Context: an optimization exercise on an open-source flow, tuned for small area, a short achievable clock period and few clock cycles per item. The choices shown serve that exercise and are no tape-out recipe.
Function was checked by simulation only, so behaviour that the tests miss may differ from the original.

File: config.mk
export PLATFORM = sky130hd
export DESIGN_NAME = fliax_group_dot
export DESIGN_NICKNAME = fliax_group_dot
export VERILOG_FILES = /design/flow/design.v
export SDC_FILE = /design/flow/constraint.sdc
export NUM_CORES = 4
export LEC_CHECK = 0
export CAP_MARGIN = 20
export CORE_MARGIN = 2
export CORE_UTILIZATION = 65
export PLACE_DENSITY = 0.75
export SLEW_MARGIN = 20
export SYNTH_HIERARCHICAL = 1
File: constraint.sdc
create_clock -name core_clock -period 90.0 [get_ports {clk}]
set_input_delay 18.0000 -clock core_clock [delete_from_list [all_inputs] [get_ports {clk}]]
set_output_delay 18.0000 -clock core_clock [all_outputs]
set_load 0.01 [all_outputs]
File: design.v
module fliax_gd_lzc128 (
    input  wire [127:0] x,
    output wire [6:0]   cnt
);
    wire [63:0]  v1;
    wire [63:0]  c1;
    wire [31:0]  v2;
    wire [63:0]  c2;
    wire [15:0]  v3;
    wire [47:0]  c3;
    wire [7:0]   v4;
    wire [31:0]  c4;
    wire [3:0]   v5;
    wire [19:0]  c5;
    wire [1:0]   v6;
    wire [11:0]  c6;
    genvar i;
    generate
        for (i = 0; i < 64; i = i + 1) begin : g1
            assign v1[i] = x[2*i+1] | x[2*i];
            assign c1[i] = ~x[2*i+1];
        end
        for (i = 0; i < 32; i = i + 1) begin : g2
            assign v2[i]         = v1[2*i+1] | v1[2*i];
            assign c2[2*i +: 2]  = v1[2*i+1] ? {1'b0, c1[2*i+1]} : {1'b1, c1[2*i]};
        end
        for (i = 0; i < 16; i = i + 1) begin : g3
            assign v3[i]         = v2[2*i+1] | v2[2*i];
            assign c3[3*i +: 3]  = v2[2*i+1] ? {1'b0, c2[2*(2*i+1) +: 2]} : {1'b1, c2[2*(2*i) +: 2]};
        end
        for (i = 0; i < 8; i = i + 1) begin : g4
            assign v4[i]         = v3[2*i+1] | v3[2*i];
            assign c4[4*i +: 4]  = v3[2*i+1] ? {1'b0, c3[3*(2*i+1) +: 3]} : {1'b1, c3[3*(2*i) +: 3]};
        end
        for (i = 0; i < 4; i = i + 1) begin : g5
            assign v5[i]         = v4[2*i+1] | v4[2*i];
            assign c5[5*i +: 5]  = v4[2*i+1] ? {1'b0, c4[4*(2*i+1) +: 4]} : {1'b1, c4[4*(2*i) +: 4]};
        end
        for (i = 0; i < 2; i = i + 1) begin : g6
            assign v6[i]         = v5[2*i+1] | v5[2*i];
            assign c6[6*i +: 6]  = v5[2*i+1] ? {1'b0, c5[5*(2*i+1) +: 5]} : {1'b1, c5[5*(2*i) +: 5]};
        end
    endgenerate
    assign cnt = v6[1] ? {1'b0, c6[11:6]} : {1'b1, c6[5:0]};
endmodule
module fliax_gd_fa (
    input  wire a,
    input  wire b,
    input  wire c,
    output wire s,
    output wire co
);
    assign s  = a ^ b ^ c;
    assign co = (a & b) | (a & c) | (b & c);
endmodule
module fliax_gd_ha (
    input  wire a,
    input  wire b,
    output wire s,
    output wire co
);
    assign s  = a ^ b;
    assign co = a & b;
endmodule
module fliax_gd_rca #(parameter W = 8) (
    input  wire [W-1:0] x,
    input  wire [W-1:0] y,
    output wire [W:0]   s
);
    wire [W-1:0] cy;
    genvar i;
    generate
        for (i = 0; i < W; i = i + 1) begin : g
            if (i == 0) begin : g_h
                fliax_gd_ha u (.a(x[i]), .b(y[i]), .s(s[i]), .co(cy[i]));
            end else begin : g_f
                fliax_gd_fa u (.a(x[i]), .b(y[i]), .c(cy[i-1]), .s(s[i]), .co(cy[i]));
            end
        end
    endgenerate
    assign s[W] = cy[W-1];
endmodule
module fliax_gd_csa #(parameter W = 73) (
    input  wire [W-1:0] x,
    input  wire [W-1:0] y,
    input  wire [W-1:0] z,
    output wire [W-1:0] s,
    output wire [W:1]   c
);
    genvar i;
    generate
        for (i = 0; i < W; i = i + 1) begin : g
            fliax_gd_fa u (.a(x[i]), .b(y[i]), .c(z[i]), .s(s[i]), .co(c[i+1]));
        end
    endgenerate
endmodule
module fliax_gd_add73 (
    input  wire [72:0] x,
    input  wire [72:0] y,
    input  wire        ci,
    output wire [72:0] s,
    output wire        co
);
    wire [72:0] s0;
    wire [72:0] rc;           
    genvar i;
    generate
        for (i = 0; i < 73; i = i + 1) begin : g
            if (i % 8 == 0) begin : g_h
                fliax_gd_ha u (.a(x[i]), .b(y[i]), .s(s0[i]), .co(rc[i]));
            end else begin : g_f
                fliax_gd_fa u (.a(x[i]), .b(y[i]), .c(rc[i-1]), .s(s0[i]), .co(rc[i]));
            end
        end
    endgenerate
    reg [9:0] bg, bp;
    reg [9:0] cin;
    reg [7:0] pl;
    reg [72:0] sum;
    integer blk, k, l, jj;
    always @(*) begin
        for (blk = 0; blk < 10; blk = blk + 1) begin
            bg[blk] = rc[(blk == 9) ? 72 : 8*blk+7];
            bp[blk] = (blk == 9) ? s0[72] : &s0[8*blk +: 8];
        end
        bg[0] = bg[0] | (bp[0] & ci);
        for (l = 0; l < 4; l = l + 1)
            for (blk = 9; blk >= 0; blk = blk - 1)
                if (blk & (1 << l)) begin
                    jj = ((blk >> l) << l) - 1;
                    bg[blk] = bg[blk] | (bp[blk] & bg[jj]);
                    bp[blk] = bp[blk] & bp[jj];
                end
        cin = {bg[8:0], ci};
        for (blk = 0; blk < 10; blk = blk + 1) begin
            pl[0] = 1'b1;
            for (k = 1; k < 8; k = k + 1)
                pl[k] = (8*blk+k-1 < 73) ? (pl[k-1] & s0[8*blk+k-1]) : 1'b0;
            for (k = 0; k < 8; k = k + 1)
                if (8*blk+k < 73) sum[8*blk+k] = s0[8*blk+k] ^ (cin[blk] & pl[k]);
        end
    end
    assign s  = sum;
    assign co = bg[9];
endmodule
module fliax_gd_mul8 (
    input  wire [7:0]  x,
    input  wire [7:0]  y,
    output wire [15:0] pn
);
    wire [63:0] ppn;
    genvar i, j;
    generate
        for (i = 0; i < 8; i = i + 1) begin : g_i
            for (j = 0; j < 8; j = j + 1) begin : g_j
                assign ppn[8*i+j] = ~(x[j] & y[i]);
            end
        end
    endgenerate
    wire s1, c2, s3, c4, s6, c7, s8, c9;
    wire s11, c12, s13, c14, s16, c17, s18, c19;
    wire s21, c22, s23, c24, s26, c27, s29, c30;
    wire s32, c33, s35, c36, s38, c39, s41, c42;
    wire s44, c45, s47, c48, s50, c51, s53, c54;
    wire s56, c57, s58, c59, s61, c62, s64, c65;
    wire s67, c68, s70, c71, s73, c74, s76, c77;
    wire s79, c80, s82, c83, s85, c86, s87, c88;
    wire s90, c91, s93, c94, s96, c97, s99, c100;
    wire s102, c103, s105, c106, s108, c109, s111, c112;
    wire s114, c115, s117, c118, s120, c121, s122, c123;
    wire s125, c126, s128, c129, s131, c132, s134, c135;
    wire s137, c138, s140, c141, s143, c144, s146, c147;
    wire s149, c150, s152, c153, s155, c156, s158, c159;
    assign s1 = ~(ppn[6] ^ ppn[13]);
    assign c2 = ppn[6] | ppn[13];
    fliax_gd_fa u5 (.a(ppn[7]), .b(ppn[14]), .c(ppn[21]), .s(s3), .co(c4));
    assign s6 = ~(ppn[28] ^ ppn[35]);
    assign c7 = ppn[28] | ppn[35];
    fliax_gd_fa u10 (.a(ppn[15]), .b(ppn[22]), .c(ppn[29]), .s(s8), .co(c9));
    assign s11 = ~(ppn[36] ^ ppn[43]);
    assign c12 = ppn[36] | ppn[43];
    fliax_gd_fa u15 (.a(ppn[23]), .b(ppn[30]), .c(ppn[37]), .s(s13), .co(c14));
    assign s16 = ~(ppn[4] ^ ppn[11]);
    assign c17 = ppn[4] | ppn[11];
    fliax_gd_fa u20 (.a(ppn[5]), .b(ppn[12]), .c(ppn[19]), .s(s18), .co(c19));
    assign s21 = ~(ppn[26] ^ ppn[33]);
    assign c22 = ppn[26] | ppn[33];
    fliax_gd_fa u25 (.a(s1), .b(ppn[20]), .c(ppn[27]), .s(s23), .co(c24));
    fliax_gd_fa u28 (.a(ppn[34]), .b(ppn[41]), .c(ppn[48]), .s(s26), .co(c27));
    fliax_gd_fa u31 (.a(c2), .b(s3), .c(s6), .s(s29), .co(c30));
    fliax_gd_fa u34 (.a(ppn[42]), .b(ppn[49]), .c(ppn[56]), .s(s32), .co(c33));
    fliax_gd_fa u37 (.a(c4), .b(c7), .c(s8), .s(s35), .co(c36));
    fliax_gd_fa u40 (.a(s11), .b(ppn[50]), .c(ppn[57]), .s(s38), .co(c39));
    fliax_gd_fa u43 (.a(c9), .b(c12), .c(s13), .s(s41), .co(c42));
    fliax_gd_fa u46 (.a(ppn[44]), .b(ppn[51]), .c(ppn[58]), .s(s44), .co(c45));
    fliax_gd_fa u49 (.a(c14), .b(ppn[31]), .c(ppn[38]), .s(s47), .co(c48));
    fliax_gd_fa u52 (.a(ppn[45]), .b(ppn[52]), .c(ppn[59]), .s(s50), .co(c51));
    fliax_gd_fa u55 (.a(ppn[39]), .b(ppn[46]), .c(ppn[53]), .s(s53), .co(c54));
    assign s56 = ~(ppn[3] ^ ppn[10]);
    assign c57 = ppn[3] | ppn[10];
    fliax_gd_fa u60 (.a(s16), .b(ppn[18]), .c(ppn[25]), .s(s58), .co(c59));
    fliax_gd_fa u63 (.a(c17), .b(s18), .c(s21), .s(s61), .co(c62));
    fliax_gd_fa u66 (.a(c19), .b(c22), .c(s23), .s(s64), .co(c65));
    fliax_gd_fa u69 (.a(c24), .b(c27), .c(s29), .s(s67), .co(c68));
    fliax_gd_fa u72 (.a(c30), .b(c33), .c(s35), .s(s70), .co(c71));
    fliax_gd_fa u75 (.a(c36), .b(c39), .c(s41), .s(s73), .co(c74));
    fliax_gd_fa u78 (.a(c42), .b(c45), .c(s47), .s(s76), .co(c77));
    fliax_gd_fa u81 (.a(c48), .b(c51), .c(s53), .s(s79), .co(c80));
    fliax_gd_fa u84 (.a(c54), .b(ppn[47]), .c(ppn[54]), .s(s82), .co(c83));
    assign s85 = ~(ppn[2] ^ ppn[9]);
    assign c86 = ppn[2] | ppn[9];
    fliax_gd_fa u89 (.a(s56), .b(ppn[17]), .c(ppn[24]), .s(s87), .co(c88));
    fliax_gd_fa u92 (.a(c57), .b(s58), .c(ppn[32]), .s(s90), .co(c91));
    fliax_gd_fa u95 (.a(c59), .b(s61), .c(ppn[40]), .s(s93), .co(c94));
    fliax_gd_fa u98 (.a(c62), .b(s64), .c(s26), .s(s96), .co(c97));
    fliax_gd_fa u101 (.a(c65), .b(s67), .c(s32), .s(s99), .co(c100));
    fliax_gd_fa u104 (.a(c68), .b(s70), .c(s38), .s(s102), .co(c103));
    fliax_gd_fa u107 (.a(c71), .b(s73), .c(s44), .s(s105), .co(c106));
    fliax_gd_fa u110 (.a(c74), .b(s76), .c(s50), .s(s108), .co(c109));
    fliax_gd_fa u113 (.a(c77), .b(s79), .c(ppn[60]), .s(s111), .co(c112));
    fliax_gd_fa u116 (.a(c80), .b(s82), .c(ppn[61]), .s(s114), .co(c115));
    fliax_gd_fa u119 (.a(c83), .b(ppn[55]), .c(ppn[62]), .s(s117), .co(c118));
    assign s120 = ~(ppn[1] ^ ppn[8]);
    assign c121 = ppn[1] | ppn[8];
    fliax_gd_fa u124 (.a(s85), .b(ppn[16]), .c(c121), .s(s122), .co(c123));
    fliax_gd_fa u127 (.a(c86), .b(s87), .c(c123), .s(s125), .co(c126));
    fliax_gd_fa u130 (.a(c88), .b(s90), .c(c126), .s(s128), .co(c129));
    fliax_gd_fa u133 (.a(c91), .b(s93), .c(c129), .s(s131), .co(c132));
    fliax_gd_fa u136 (.a(c94), .b(s96), .c(c132), .s(s134), .co(c135));
    fliax_gd_fa u139 (.a(c97), .b(s99), .c(c135), .s(s137), .co(c138));
    fliax_gd_fa u142 (.a(c100), .b(s102), .c(c138), .s(s140), .co(c141));
    fliax_gd_fa u145 (.a(c103), .b(s105), .c(c141), .s(s143), .co(c144));
    fliax_gd_fa u148 (.a(c106), .b(s108), .c(c144), .s(s146), .co(c147));
    fliax_gd_fa u151 (.a(c109), .b(s111), .c(c147), .s(s149), .co(c150));
    fliax_gd_fa u154 (.a(c112), .b(s114), .c(c150), .s(s152), .co(c153));
    fliax_gd_fa u157 (.a(c115), .b(s117), .c(c153), .s(s155), .co(c156));
    fliax_gd_fa u160 (.a(c118), .b(ppn[63]), .c(c156), .s(s158), .co(c159));
    assign pn = {c159, s158, s155, s152, s149, s146, s143, s140, s137, s134, s131, s128, s125, s122, s120, ppn[0]};
endmodule
module fliax_group_dot (
    input  wire         clk,
    input  wire         rst,
    input  wire         in_valid,
    output wire         in_ready,
    input  wire [127:0] a,
    input  wire [127:0] b,
    input  wire [31:0]  c,
    output reg          out_valid,
    output reg  [31:0]  out_result,
    output reg  [3:0]   out_flags
);
    localparam [31:0] CNAN = 32'h7FC0_0000;
    assign in_ready = 1'b1;
    function [9:0] rca10(input [9:0] x, input [9:0] y, input ci);
        reg cy;
        integer i;
        begin
            cy = ci;
            for (i = 0; i < 10; i = i + 1) begin
                rca10[i] = x[i] ^ y[i] ^ cy;
                cy = (x[i] & y[i]) | (x[i] & cy) | (y[i] & cy);
            end
        end
    endfunction
    function [79:0] incr(input [79:0] x, input inc);
        reg [79:0] p;
        integer l, i, jj;
        begin
            p = x;
            for (l = 0; l < 7; l = l + 1)
                for (i = 79; i >= 0; i = i - 1)
                    if (i & (1 << l)) begin
                        jj = ((i >> l) << l) - 1;
                        p[i] = p[i] & p[jj];
                    end
            incr[0] = x[0] ^ inc;
            for (i = 1; i < 80; i = i + 1)
                incr[i] = x[i] ^ (inc & p[i-1]);
        end
    endfunction
    function [3:0] msb7p1(input [6:0] x);
        begin
            casez (x)
                7'b1??????: msb7p1 = 4'd7;
                7'b01?????: msb7p1 = 4'd6;
                7'b001????: msb7p1 = 4'd5;
                7'b0001???: msb7p1 = 4'd4;
                7'b00001??: msb7p1 = 4'd3;
                7'b000001?: msb7p1 = 4'd2;
                default:    msb7p1 = 4'd1;
            endcase
        end
    endfunction
    function [2:0] tzc8(input [7:0] x);
        begin
            casez (x)
                8'b???????1: tzc8 = 3'd0;
                8'b??????10: tzc8 = 3'd1;
                8'b?????100: tzc8 = 3'd2;
                8'b????1000: tzc8 = 3'd3;
                8'b???10000: tzc8 = 3'd4;
                8'b??100000: tzc8 = 3'd5;
                8'b?1000000: tzc8 = 3'd6;
                default:     tzc8 = 3'd7;
            endcase
        end
    endfunction
    function [4:0] lzc24(input [23:0] x);
        reg [31:0] y;
        begin
            y = {x, 8'hFF};
            lzc24[4] = (y[31:16] == 16'd0);
            y = lzc24[4] ? {y[15:0], 16'd0} : y;
            lzc24[3] = (y[31:24] == 8'd0);
            y = lzc24[3] ? {y[23:0], 8'd0} : y;
            lzc24[2] = (y[31:28] == 4'd0);
            y = lzc24[2] ? {y[27:0], 4'd0} : y;
            lzc24[1] = (y[31:30] == 2'd0);
            y = lzc24[1] ? {y[29:0], 2'd0} : y;
            lzc24[0] = ~y[31];
        end
    endfunction
    function [4:0] tzc24(input [23:0] x);
        reg [31:0] y;
        begin
            y = {8'hFF, x};
            tzc24[4] = (y[15:0] == 16'd0);
            y = tzc24[4] ? {16'd0, y[31:16]} : y;
            tzc24[3] = (y[7:0] == 8'd0);
            y = tzc24[3] ? {8'd0, y[31:8]} : y;
            tzc24[2] = (y[3:0] == 4'd0);
            y = tzc24[2] ? {4'd0, y[31:4]} : y;
            tzc24[1] = (y[1:0] == 2'd0);
            y = tzc24[1] ? {2'd0, y[31:2]} : y;
            tzc24[0] = ~y[0];
        end
    endfunction
    function [71:0] align16(input [15:0] d, input f, input [6:0] sh, input cor);
        reg [87:0] v;
        integer i;
        begin
            if (cor & ~sh[0])
                v = {d, {72{f}}};
            else if (~cor & sh[0])
                v = {f, f, d, {70{f}}};
            else
                v = {f, d, {71{f}}};
            for (i = 1; i < 7; i = i + 1)
                if (sh[i]) v = (v >> (1 << i)) | ~({88{1'b1}} >> (1 << i)) & {88{f}};
            align16 = v[71:0];
        end
    endfunction
    function [71:0] align24(input [23:0] d, input f, input [6:0] sh, input cor);
        reg [95:0] v;
        integer i;
        begin
            if (cor & ~sh[0])
                v = {d, {72{f}}};
            else if (~cor & sh[0])
                v = {f, f, d, {70{f}}};
            else
                v = {f, d, {71{f}}};
            for (i = 1; i < 7; i = i + 1)
                if (sh[i]) v = (v >> (1 << i)) | ~({96{1'b1}} >> (1 << i)) & {96{f}};
            align24 = v[71:0];
        end
    endfunction
    reg         v0;
    reg [127:0] a0;
    reg [127:0] b0;
    reg [31:0]  c0;
    integer     k0;
    always @(posedge clk) begin
        v0 <= ~rst & in_valid;
        a0 <= a;
        for (k0 = 0; k0 < 8; k0 = k0 + 1)
            a0[16*k0+15] <= a[16*k0+15] ^ b[16*k0+15];
        b0 <= b;
        c0 <= c;
    end
    wire [8:0] t_nan, t_inf, t_sign, t_nz, t_neg, t_cor;
    wire [7:0] t_zinf;
    wire [9:0] t_Tu [0:8];
    wire [9:0] t_Q  [0:8];
    wire [4:0] t_tz [0:8];
    wire [15:0] t_p [0:7];      
    wire [23:0] t_mc;
    genvar gi;
    generate
        for (gi = 0; gi < 8; gi = gi + 1) begin : g_prod
            wire [15:0] xa = a0[16*gi +: 16];
            wire [15:0] xb = b0[16*gi +: 16];
            wire [7:0]  ea = xa[14:7];
            wire [7:0]  eb = xb[14:7];
            wire [6:0]  fa = xa[6:0];
            wire [6:0]  fb = xb[6:0];
            wire ha = |ea;
            wire hb = |eb;
            wire a_max = &ea;
            wire b_max = &eb;
            wire a_zero = ~ha & ~|fa;
            wire b_zero = ~hb & ~|fb;
            wire a_nan = a_max & |fa;
            wire b_nan = b_max & |fb;
            wire a_inf = a_max & ~|fa;
            wire b_inf = b_max & ~|fb;
            assign t_nan[gi]  = a_nan | b_nan;
            assign t_zinf[gi] = (a_zero & b_inf) | (a_inf & b_zero);
            assign t_inf[gi]  = (a_inf | b_inf) & ~t_nan[gi] & ~t_zinf[gi];
            assign t_sign[gi] = xa[15];      
            assign t_nz[gi]   = ~a_zero & ~b_zero;
            assign t_neg[gi]  = t_sign[gi] & t_nz[gi];
            wire [7:0] ma = {ha, fa};
            wire [7:0] mb = {hb, fb};
            wire [9:0] eaf = {2'b0, ea[7:1], ea[0] | ~ha};
            wire [9:0] ebf = {2'b0, eb[7:1], eb[0] | ~hb};
            wire [2:0] lza = ha ? 3'd0 : 3'd7 - msb7p1(fa[6:0]) + 3'd1;
            wire [2:0] lzb = hb ? 3'd0 : 3'd7 - msb7p1(fb[6:0]) + 3'd1;
            wire [3:0] lzab = {1'b0, lza} + {1'b0, lzb};
            wire [15:0] pn;
            fliax_gd_mul8 u_mul (.x(ma), .y(mb), .pn(pn));
            wire [15:0] pnl = pn << lzab;
            assign t_p[gi]   = pn;           
            assign t_cor[gi] = pnl[15];
            wire [8:0] qs;
            fliax_gd_rca #(.W(8)) u_q (.x(eaf[7:0]), .y(ebf[7:0]), .s(qs));
            assign t_Q[gi]   = {1'b0, qs};
            assign t_Tu[gi]  = t_nz[gi] ? (eaf + ebf + {6'd0, 4'd15 - lzab}) : 10'd0;
            assign t_tz[gi]  = {2'd0, tzc8(ma)} + {2'd0, tzc8(mb)};
        end
    endgenerate
    wire [7:0]  ec = c0[30:23];
    wire [22:0] fc = c0[22:0];
    wire hc = |ec;
    assign t_nan[8]  = (&ec) & |fc;
    assign t_inf[8]  = (&ec) & ~|fc;
    assign t_sign[8] = c0[31];
    assign t_nz[8]   = hc | |fc;
    assign t_neg[8]  = t_sign[8] & t_nz[8];
    assign t_cor[8]  = 1'b0;
    assign t_mc      = {hc, fc};
    wire [9:0]  ecf  = {2'b0, ec[7:1], ec[0] | ~hc};
    assign t_Q[8]  = rca10(ecf, 10'd118, 1'b0);
    assign t_Tu[8] = t_nz[8] ? (ecf + 10'd141 - {5'd0, lzc24(t_mc)}) : 10'd0;
    assign t_tz[8] = tzc24(t_mc);
    reg [9:0] emu;
    reg [8:0] cand;
    reg [8:0] tbit;
    integer k, kk;
    always @(*) begin
        cand = 9'h1FF;
        for (k = 9; k >= 0; k = k - 1) begin
            for (kk = 0; kk < 9; kk = kk + 1)
                tbit[kk] = t_Tu[kk][k];
            emu[k] = |(cand & tbit);
            if (emu[k]) cand = cand & tbit;
        end
    end
    wire corr = &(~cand | t_cor);
    wire [9:0] emax = emu - {9'd0, corr};
    wire [6:0] t_sh [0:8];
    wire [8:0] t_sticky;
    generate
        for (gi = 0; gi < 9; gi = gi + 1) begin : g_sh
            wire [9:0] d   = emu - t_Q[gi];
            wire       far = |d[9:7];
            wire [6:0] thr = 7'd72 + {2'd0, t_tz[gi]};
            wire [6:0] cg  = d[6:0] & ~thr;
            wire [6:0] cp  = d[6:0] | ~thr;
            reg        gg;
            integer    m;
            always @(*) begin
                gg = 1'b0;
                for (m = 0; m < 7; m = m + 1)
                    gg = cg[m] | (cp[m] & gg);
            end
            assign t_sh[gi]     = d[6:0] | {7{far}};
            assign t_sticky[gi] = t_nz[gi] & (far | gg | (~corr & (&cp)));
        end
    endgenerate
    wire any_nan  = |t_nan;
    wire any_zinf = |t_zinf;
    wire pos_inf  = |(t_inf & ~t_sign);
    wire neg_inf  = |(t_inf & t_sign);
    wire all_zero = ~|t_nz;
    wire all_negz = all_zero & (&t_sign);
    reg         v1;
    reg [15:0]  p1 [0:7];       
    reg [23:0]  mc1;
    reg [6:0]   sh1 [0:8];
    reg [8:0]   neg1;
    reg         cor1;
    reg [9:0]   emax1;
    reg         gst1;
    reg         nan1, inv1, inf1, infs1, zero1, zs1;
    always @(posedge clk) begin
        v1 <= ~rst & v0;
        for (k = 0; k < 8; k = k + 1)
            p1[k] <= t_p[k];
        mc1 <= t_mc;
        for (k = 0; k < 9; k = k + 1)
            sh1[k] <= t_sh[k];
        neg1  <= t_neg;
        cor1  <= corr;
        emax1 <= emax;
        gst1  <= |t_sticky;
        nan1  <= any_nan | any_zinf | (pos_inf & neg_inf);
        inv1  <= any_zinf | (~any_nan & pos_inf & neg_inf);
        inf1  <= pos_inf | neg_inf;
        infs1 <= neg_inf;
        zero1 <= all_zero;
        zs1   <= all_negz;
    end
    wire [72:0] r [0:8];
    generate
        for (gi = 0; gi < 8; gi = gi + 1) begin : g_win
            wire [71:0] w  = align16(p1[gi], 1'b1, sh1[gi], cor1) ^ {72{~neg1[gi]}};
            assign r[gi] = {(gi == 0) ? neg1[gi] : ~neg1[gi], w};
        end
    endgenerate
    assign r[8] = {~neg1[8], align24(mc1, 1'b0, sh1[8], cor1) ^ {72{neg1[8]}}};
    wire [72:0] l1as, l1bs, l1cs, l2as, l2bs, l3as, l4as;
    wire [73:1] l1ac, l1bc, l1cc, l2ac, l2bc, l3ac, l4ac;
    fliax_gd_csa u_l1a (.x(r[0]), .y(r[1]), .z(r[2]), .s(l1as), .c(l1ac));
    fliax_gd_csa u_l1b (.x(r[3]), .y(r[4]), .z(r[5]), .s(l1bs), .c(l1bc));
    fliax_gd_csa u_l1c (.x(r[6]), .y(r[7]), .z(r[8]), .s(l1cs), .c(l1cc));
    fliax_gd_csa u_l2a (.x(l1as), .y({l1ac[72:1], neg1[0]}), .z(l1bs), .s(l2as), .c(l2ac));
    fliax_gd_csa u_l2b (.x({l1bc[72:1], neg1[1]}), .y(l1cs), .z({l1cc[72:1], neg1[2]}), .s(l2bs), .c(l2bc));
    fliax_gd_csa u_l3a (.x(l2as), .y({l2ac[72:1], neg1[3]}), .z(l2bs), .s(l3as), .c(l3ac));
    fliax_gd_csa u_l4a (.x(l3as), .y({l3ac[72:1], neg1[5]}), .z({l2bc[72:1], neg1[4]}), .s(l4as), .c(l4ac));
    wire [72:0] slo;
    wire        sco;
    fliax_gd_add73 u_add (.x(l4as), .y({l4ac[72:1], neg1[6]}), .ci(neg1[7]), .s(slo), .co(sco));
    wire [3:0] shi = {3'd0, ~neg1[0]} + 4'd11 + {3'd0, l1ac[73]} + {3'd0, l1bc[73]}
                   + {3'd0, l1cc[73]} + {3'd0, l2ac[73]} + {3'd0, l2bc[73]}
                   + {3'd0, l3ac[73]} + {3'd0, l4ac[73]} + {3'd0, sco};
    wire [76:0] ssum = {shi, slo};
    reg         v2;
    reg [76:0]  s2;       
    reg         nc2;
    reg [9:0]   eb2;      
    reg [10:0]  rb2;      
    reg         gst2;
    reg         nan2, inv2, inf2, infs2, zero2, zs2;
    always @(posedge clk) begin
        v2    <= ~rst & v1;
        s2    <= ssum;
        nc2   <= neg1[8];
        eb2   <= emax1 - 10'd137;
        rb2   <= 11'd214 - {1'b0, emax1};
        gst2  <= gst1;
        nan2  <= nan1;
        inv2  <= inv1;
        inf2  <= inf1;
        infs2 <= infs1;
        zero2 <= zero1;
        zs2   <= zs1;
    end
    wire        s2_neg = s2[76];
    wire        s_neg  = s2_neg & ~(nc2 & (&s2));
    wire [79:0] s_inc  = incr({4'd0, s2[75:0] ^ {76{s2_neg}}}, s2_neg ^ nc2);
    wire [75:0] s_abs  = s_inc[75:0];
    wire [6:0]  lz;
    fliax_gd_lzc128 u_lzc (.x({s_abs, 1'b1, 51'd0}), .cnt(lz));
    wire [7:0]  r_a = 8'd76 - {1'b0, lz};
    wire        r_bsel = ~rb2[10] & (rb2[7:0] > r_a);
    wire [7:0]  rr = r_bsel ? rb2[7:0] : r_a;
    reg [100:0] ysh;
    reg [24:0]  x;
    integer j;
    always @(*) begin
        ysh = {s_abs, 25'd0};
        for (j = 7; j >= 0; j = j - 1)
            if (rr[j]) ysh = ysh >> (1 << j);
        x = ysh[24:0];
    end
    wire [100:0] y  = {s_abs, 25'd0};
    wire [100:0] ymask = ~({101{1'b1}} << rr);
    wire         st_low = |(y & ymask);
    wire [9:0]  bexp  = r_bsel ? 10'd1 : (eb2 - {3'd0, lz});
    wire [7:0]  bexp8 = x[24] ? bexp[7:0] : 8'd0;
    wire        big   = x[24] && (bexp >= 10'd255);
    wire        g_bit  = x[0];
    wire        st_bit = st_low | gst2;
    wire        up     = g_bit & (st_bit | x[1]);
    wire [79:0] rinc   = incr({49'd0, bexp8, x[23:1]}, up);
    wire [30:0] rmag   = rinc[30:0];
    wire        ovf    = big | (rmag[30:23] == 8'hFF);
    wire        inex   = g_bit | st_bit | ovf;
    wire        unf    = inex & ~ovf & (rmag[30:23] == 8'h00);
    reg [31:0] res;
    reg [3:0]  flg;
    always @(*) begin
        if (nan2) begin
            res = CNAN;
            flg = {inv2, 3'b000};
        end else if (inf2) begin
            res = {infs2, 31'h7F80_0000};
            flg = 4'b0000;
        end else if (zero2) begin
            res = {zs2, 31'd0};
            flg = 4'b0000;
        end else if (ovf) begin
            res = {s_neg, 31'h7F80_0000};
            flg = 4'b0101;
        end else begin
            res = {s_neg, rmag};
            flg = {2'b00, unf, inex};
        end
    end
    always @(posedge clk) begin
        out_valid  <= ~rst & v2;
        out_result <= res;
        out_flags  <= flg;
    end
endmodule
File: flow/run.sh
#!/bin/bash
# The standard layout (the standard.sh, standard synthesis included), with
# one change: the port buffers that global placement inserts are buf_2 cells
# instead of the default clkdlybuf4s50_1 delay cells.  The whole output of the
# ORFS run goes to standard.log; ORFS's per-step logs stay under orfs/logs.
set -euo pipefail
bash standard.sh 'BUFFER_PORTS_ARGS=-buffer_cell sky130_fd_sc_hd__buf_2' finish > standard.log 2>&1
File: standard.sh
#!/bin/bash
# synth_recipe.tcl (not shown) runs the flow's synth.tcl, then flattens the netlist and writes it again
# the make line also repeats each setting of config.mk as NAME=value (left out here)
make -C /OpenROAD-flow-scripts/flow DESIGN_CONFIG=/design/flow/config.mk WORK_HOME=/design/flow/orfs CLKGATE_MAP_FILE= SYNTH_SCRIPT=/design/flow/synth_recipe.tcl "${@:-finish}"
==> results.sh <==
export IMPL_hold_violations=0
export IMPL_cts_tree="done"
export IMPL_cp_required_ns=90.57
export IMPL_dr_pass1_iters=17
export IMPL_post_route_util_pct=69.30
export IMPL_min_path_type="reg -> reg"
export IMPL_crit_fanout=19
export IMPL_yosysUniqueCellTypes=135
export IMPL_num_io_pins=329
export IMPL_setup_tns_ns=0
export IMPL_syn_mean_instance_area_um2=8.610
export IMPL_synth_top_area_cell="fa_1"
export IMPL_cts_root_buf="clkbuf_16"
export IMPL_startpoint="b0[34]"
export IMPL_worst_pin_slew_ns=1.315
export IMPL_worstHoldPathCells=0
export IMPL_status="finished clean"
export IMPL_layout_min_cycle_time_ns=19.23
export IMPL_nFillCells=9959
export IMPL_postCtsSetupBuffers=0
export IMPL_r2r_slack_ns=70.77
export IMPL_critPathCaptureType="register"
export IMPL_wl_per_cell_um=31.79
export IMPL_fin_skew_ns=0.07113
export IMPL_layout_area_overhead_vs_synth_pct=5.755
export IMPL_timing_rr_start="b0[34]"
export IMPL_hpwl_um=304500
export IMPL_finalWorstSetupSlack_ns=70.77
export IMPL_drt_iter0_drc=15690
export IMPL_drcViolationCount=0
export IMPL_synth_cell_area_um2=88880
export IMPL_hold_slack_ns=0.3299
export IMPL_min_period_over_period_pct=21.37
export IMPL_cts_htree_levels=3
export IMPL_async_flop_share_pct=0
export IMPL_place_worst_setup_slack_ns=71.56
export IMPL_maxCapViolCount=0
export IMPL_reg2reg_to="gst1"
export IMPL_reg2reg_depth=60
export IMPL_die_h_um=373.8
export IMPL_ys_ff_latch=665
export IMPL_die_x_um=373.8
export IMPL_final_max_slew_viol_count=0
export IMPL_synth_warnings=12
export IMPL_clk_pin_slew_ns=0.07
export IMPL_ys_flop_type="dfxtp_1"
export IMPL_synth_edff_count=0
export IMPL_cts_sink_count=665
export IMPL_cts_buffer_depth=3
export IMPL_vias=87280
export IMPL_rows=135
export IMPL_critPathMaxStageDelay_ns=0.98
export IMPL_grt_pass1_vias=85460
export IMPL_finish_net_count=12150
export IMPL_ys_seq_area_share_pct=14.98
export IMPL_cts_resized=0
export IMPL_setup_violations_final=0
export IMPL_path_class="reg -> reg"
export IMPL_drtAntennaViolNets=0
export IMPL_cp_slowest_cell="o311ai_1"
export IMPL_drive_above_1_share_pct=9.286
export IMPL_crit_path_end="gst1"
export IMPL_clk_latency_ns=0.74
export IMPL_dieArea_um2=139700
export IMPL_relSlewSlack_pct=12.31
export IMPL_synth_top_cells_by_area="fa_1, dfxtp_1, xnor2_1"
export IMPL_synth_top_area_share_pct=24.46
export IMPL_placed_cells=12100
export IMPL_cts_buffers=72
export IMPL_fmax_ghz=0.05200
export IMPL_holdBufCountCts=0
export IMPL_cp_arrival_ns=19.80
export IMPL_grt_usage_pct=54.59
export IMPL_grt_first_pass_wirelength_um=560700
export IMPL_viasPerCell=7.120
export IMPL_start_util_pct=65.53
export IMPL_antenna_found_initial=32
export IMPL_wl_um=389700
export IMPL_grt_max_degree=72
export IMPL_gp_congestion=1.170
export IMPL_start_kind="register"
export IMPL_core_area_um2=135600
export IMPL_rsz0062_at_grt="no"
export IMPL_final_cells=12260
export IMPL_grt_overflow_total=0
export IMPL_numPortBuffers=327
export IMPL_synth_cells=10320
## final cells by class
cell class / instances / area [um^2] / share of cell area, %
antenna: 21 / 52.55 / 0.05591
tap: 1781 / 2228 / 2.371
clock inverter: 41 / 536.8 / 0.5711
timing repair buffer: 448 / 2545 / 2.708
inverter: 542 / 2038 / 2.168
sequential: 665 / 13330 / 14.18
clock buffer: 87 / 1949 / 2.074
multi-input combinational: 8674 / 71310 / 75.87
## through the flow
step | instance area (um^2)
after floorplan | 89420
after global placement | 91380
after detailed placement | 91380
after CTS | 93870
after global routing | 93960
final | 93990
## cells in the mapped netlist (27+ instances only)
cell / n
a211oi_1: 49
a21o_1: 107
a21oi_1: 497
a22o_1: 41
a22oi_1: 235
a31oi_1: 55
and2_1: 195
and3_1: 60
buf_1: 79
buf_2: 73
buf_4: 144
clkbuf_1: 286
dfxtp_1: 665
fa_1: 1086
ha_1: 368
inv_1: 508
mux2_2: 168
mux2i_1: 268
mux4_2: 34
nand2_1: 1265
nand2b_1: 101
nand3_1: 130
nand4_1: 96
nor2_1: 991
nor2b_1: 87
nor3_1: 189
nor4_1: 106
o211ai_1: 58
o21a_1: 33
o21ai_0: 429
o21bai_1: 43
o22a_1: 28
o22ai_1: 241
o31ai_1: 27
or2_2: 42
or3_1: 41
xnor2_1: 869
xor2_1: 119
## per-module statistics from Yosys, one instance, submodules excluded, a selection
module           cells inside  times used
fliax_group_dot          7967           1
fliax_gd_lzc128           244           1
fliax_gd_add73            200           1
fliax_gd_mul8             109           8
fliax_gd_fa                 1        1014
fliax_gd_ha                 1          18
## flip-flops by register name, indices dropped and copies added (netlist names), 4 cells and up
name,flops
out_flags,4
mc1,24
neg1,9
b0,120
p1,128
eb2,9
c0,32
out_result,32
sh1,63
a0,128
s2,77
rb2,9
emax1,10
## worst min path at each step
stage,from,end,slack [ns]
2_1_floorplan,gst1,gst2,0.31
3_3_place_gp,zero1,zero2,0.31
3_5_place_dp,inv1,inv2,0.31
4_1_cts,inv1,inv2,0.33
5_1_grt,inv1,inv2,0.34
6_report,inv1,inv2,0.33
## routing by layer
metal | wire length (um) | vias to the layer above | global-route usage [%]
li1 | - | 35530 | -
met1 | 129200 | 41000 | 63.15
met2 | 153800 | 8136 | 76.26
met3 | 62960 | 2592 | 25.11
met4 | 43470 | 28 | 46.71
met5 | 218 | - | 0.3431
## cell usage in the layout, fill, tap and decap left out, types with 26 or more instances in the layout
| master | n |
|---|---|
| nand2_1 | 1265 |
| fa_1 | 1086 |
| nor2_1 | 990 |
| xnor2_1 | 868 |
| dfxtp_1 | 653 |
| inv_1 | 507 |
| a21oi_1 | 495 |
| o21ai_0 | 426 |
| ha_1 | 368 |
| buf_2 | 327 |
| mux2i_1 | 265 |
| o22ai_1 | 241 |
| a22oi_1 | 235 |
| and2_1 | 194 |
| nor3_1 | 187 |
| mux2_2 | 168 |
| conb_1 | 146 |
| nand3_1 | 130 |
| buf_4 | 119 |
| xor2_1 | 118 |
| a21o_1 | 107 |
| nor4_1 | 106 |
| nand2b_1 | 101 |
| nand4_1 | 96 |
| nor2b_1 | 85 |
| clkbuf_16 | 73 |
| and3_1 | 60 |
| o211ai_1 | 58 |
| a31oi_1 | 55 |
| a211oi_1 | 48 |
| o21bai_1 | 43 |
| or2_2 | 42 |
| or3_1 | 41 |
| a22o_1 | 41 |
| mux4_2 | 34 |
| o21a_1 | 33 |
| o22a_1 | 28 |
| o31ai_1 | 27 |
| nand3b_1 | 26 |
## critical path: cells and delay by family (launching register included)
family	cells	cell delay, ns
simple gates	18	5.72
buf+inv	8	1.70
compound gates	28	8.57
flops	1	0.75
fa+ha+maj	6	2.24
## logic make-up after synthesis
| logic type | count (synthesis) | share of synthesized area, % |
|---|---|---|
| buffers and inverters | 1128 | 5.504 |
| AND/OR/NAND/NOR | 3462 | 18.13 |
| multiplexers | 472 | 6.046 |
| XOR/XNOR | 991 | 9.791 |
| flip-flops | 665 | 14.98 |
| adder cells (fa/ha/maj) | 1463 | 29.74 |
| other | 2 | 0.008450 |
| AO/OA/AOI/OAI | 2140 | 15.80 |
Testbench counts, summed over its fixed seeds: cycles 16,032, items 16,000.

[static timing again, ports no longer ideal]
How much do the figures lean on ideal ports? The routed layout below was timed once more, with nothing changed but the port constraints.
Step 1 assumes that a clkbuf_16 drives the clock port and a buf_2 every other input.
Step 2, shift: input delay + t, output delay - t, t = (earliest + latest rising clock arrival at the registers) / 2. This alone moves slack from input paths to output paths.
Three values: ideal, step 1, step 2; two values: the first two.
t, ns: 0.797
setup slack, ns: 70.770 / 70.716 / 70.770
clock arrival spread, ns: 0.071 / 0.071
After both steps setup and hold are still met in this run. For this run, drivers alone change the setup slack by -0.054 ns; drivers and shift together by 0.000 ns.
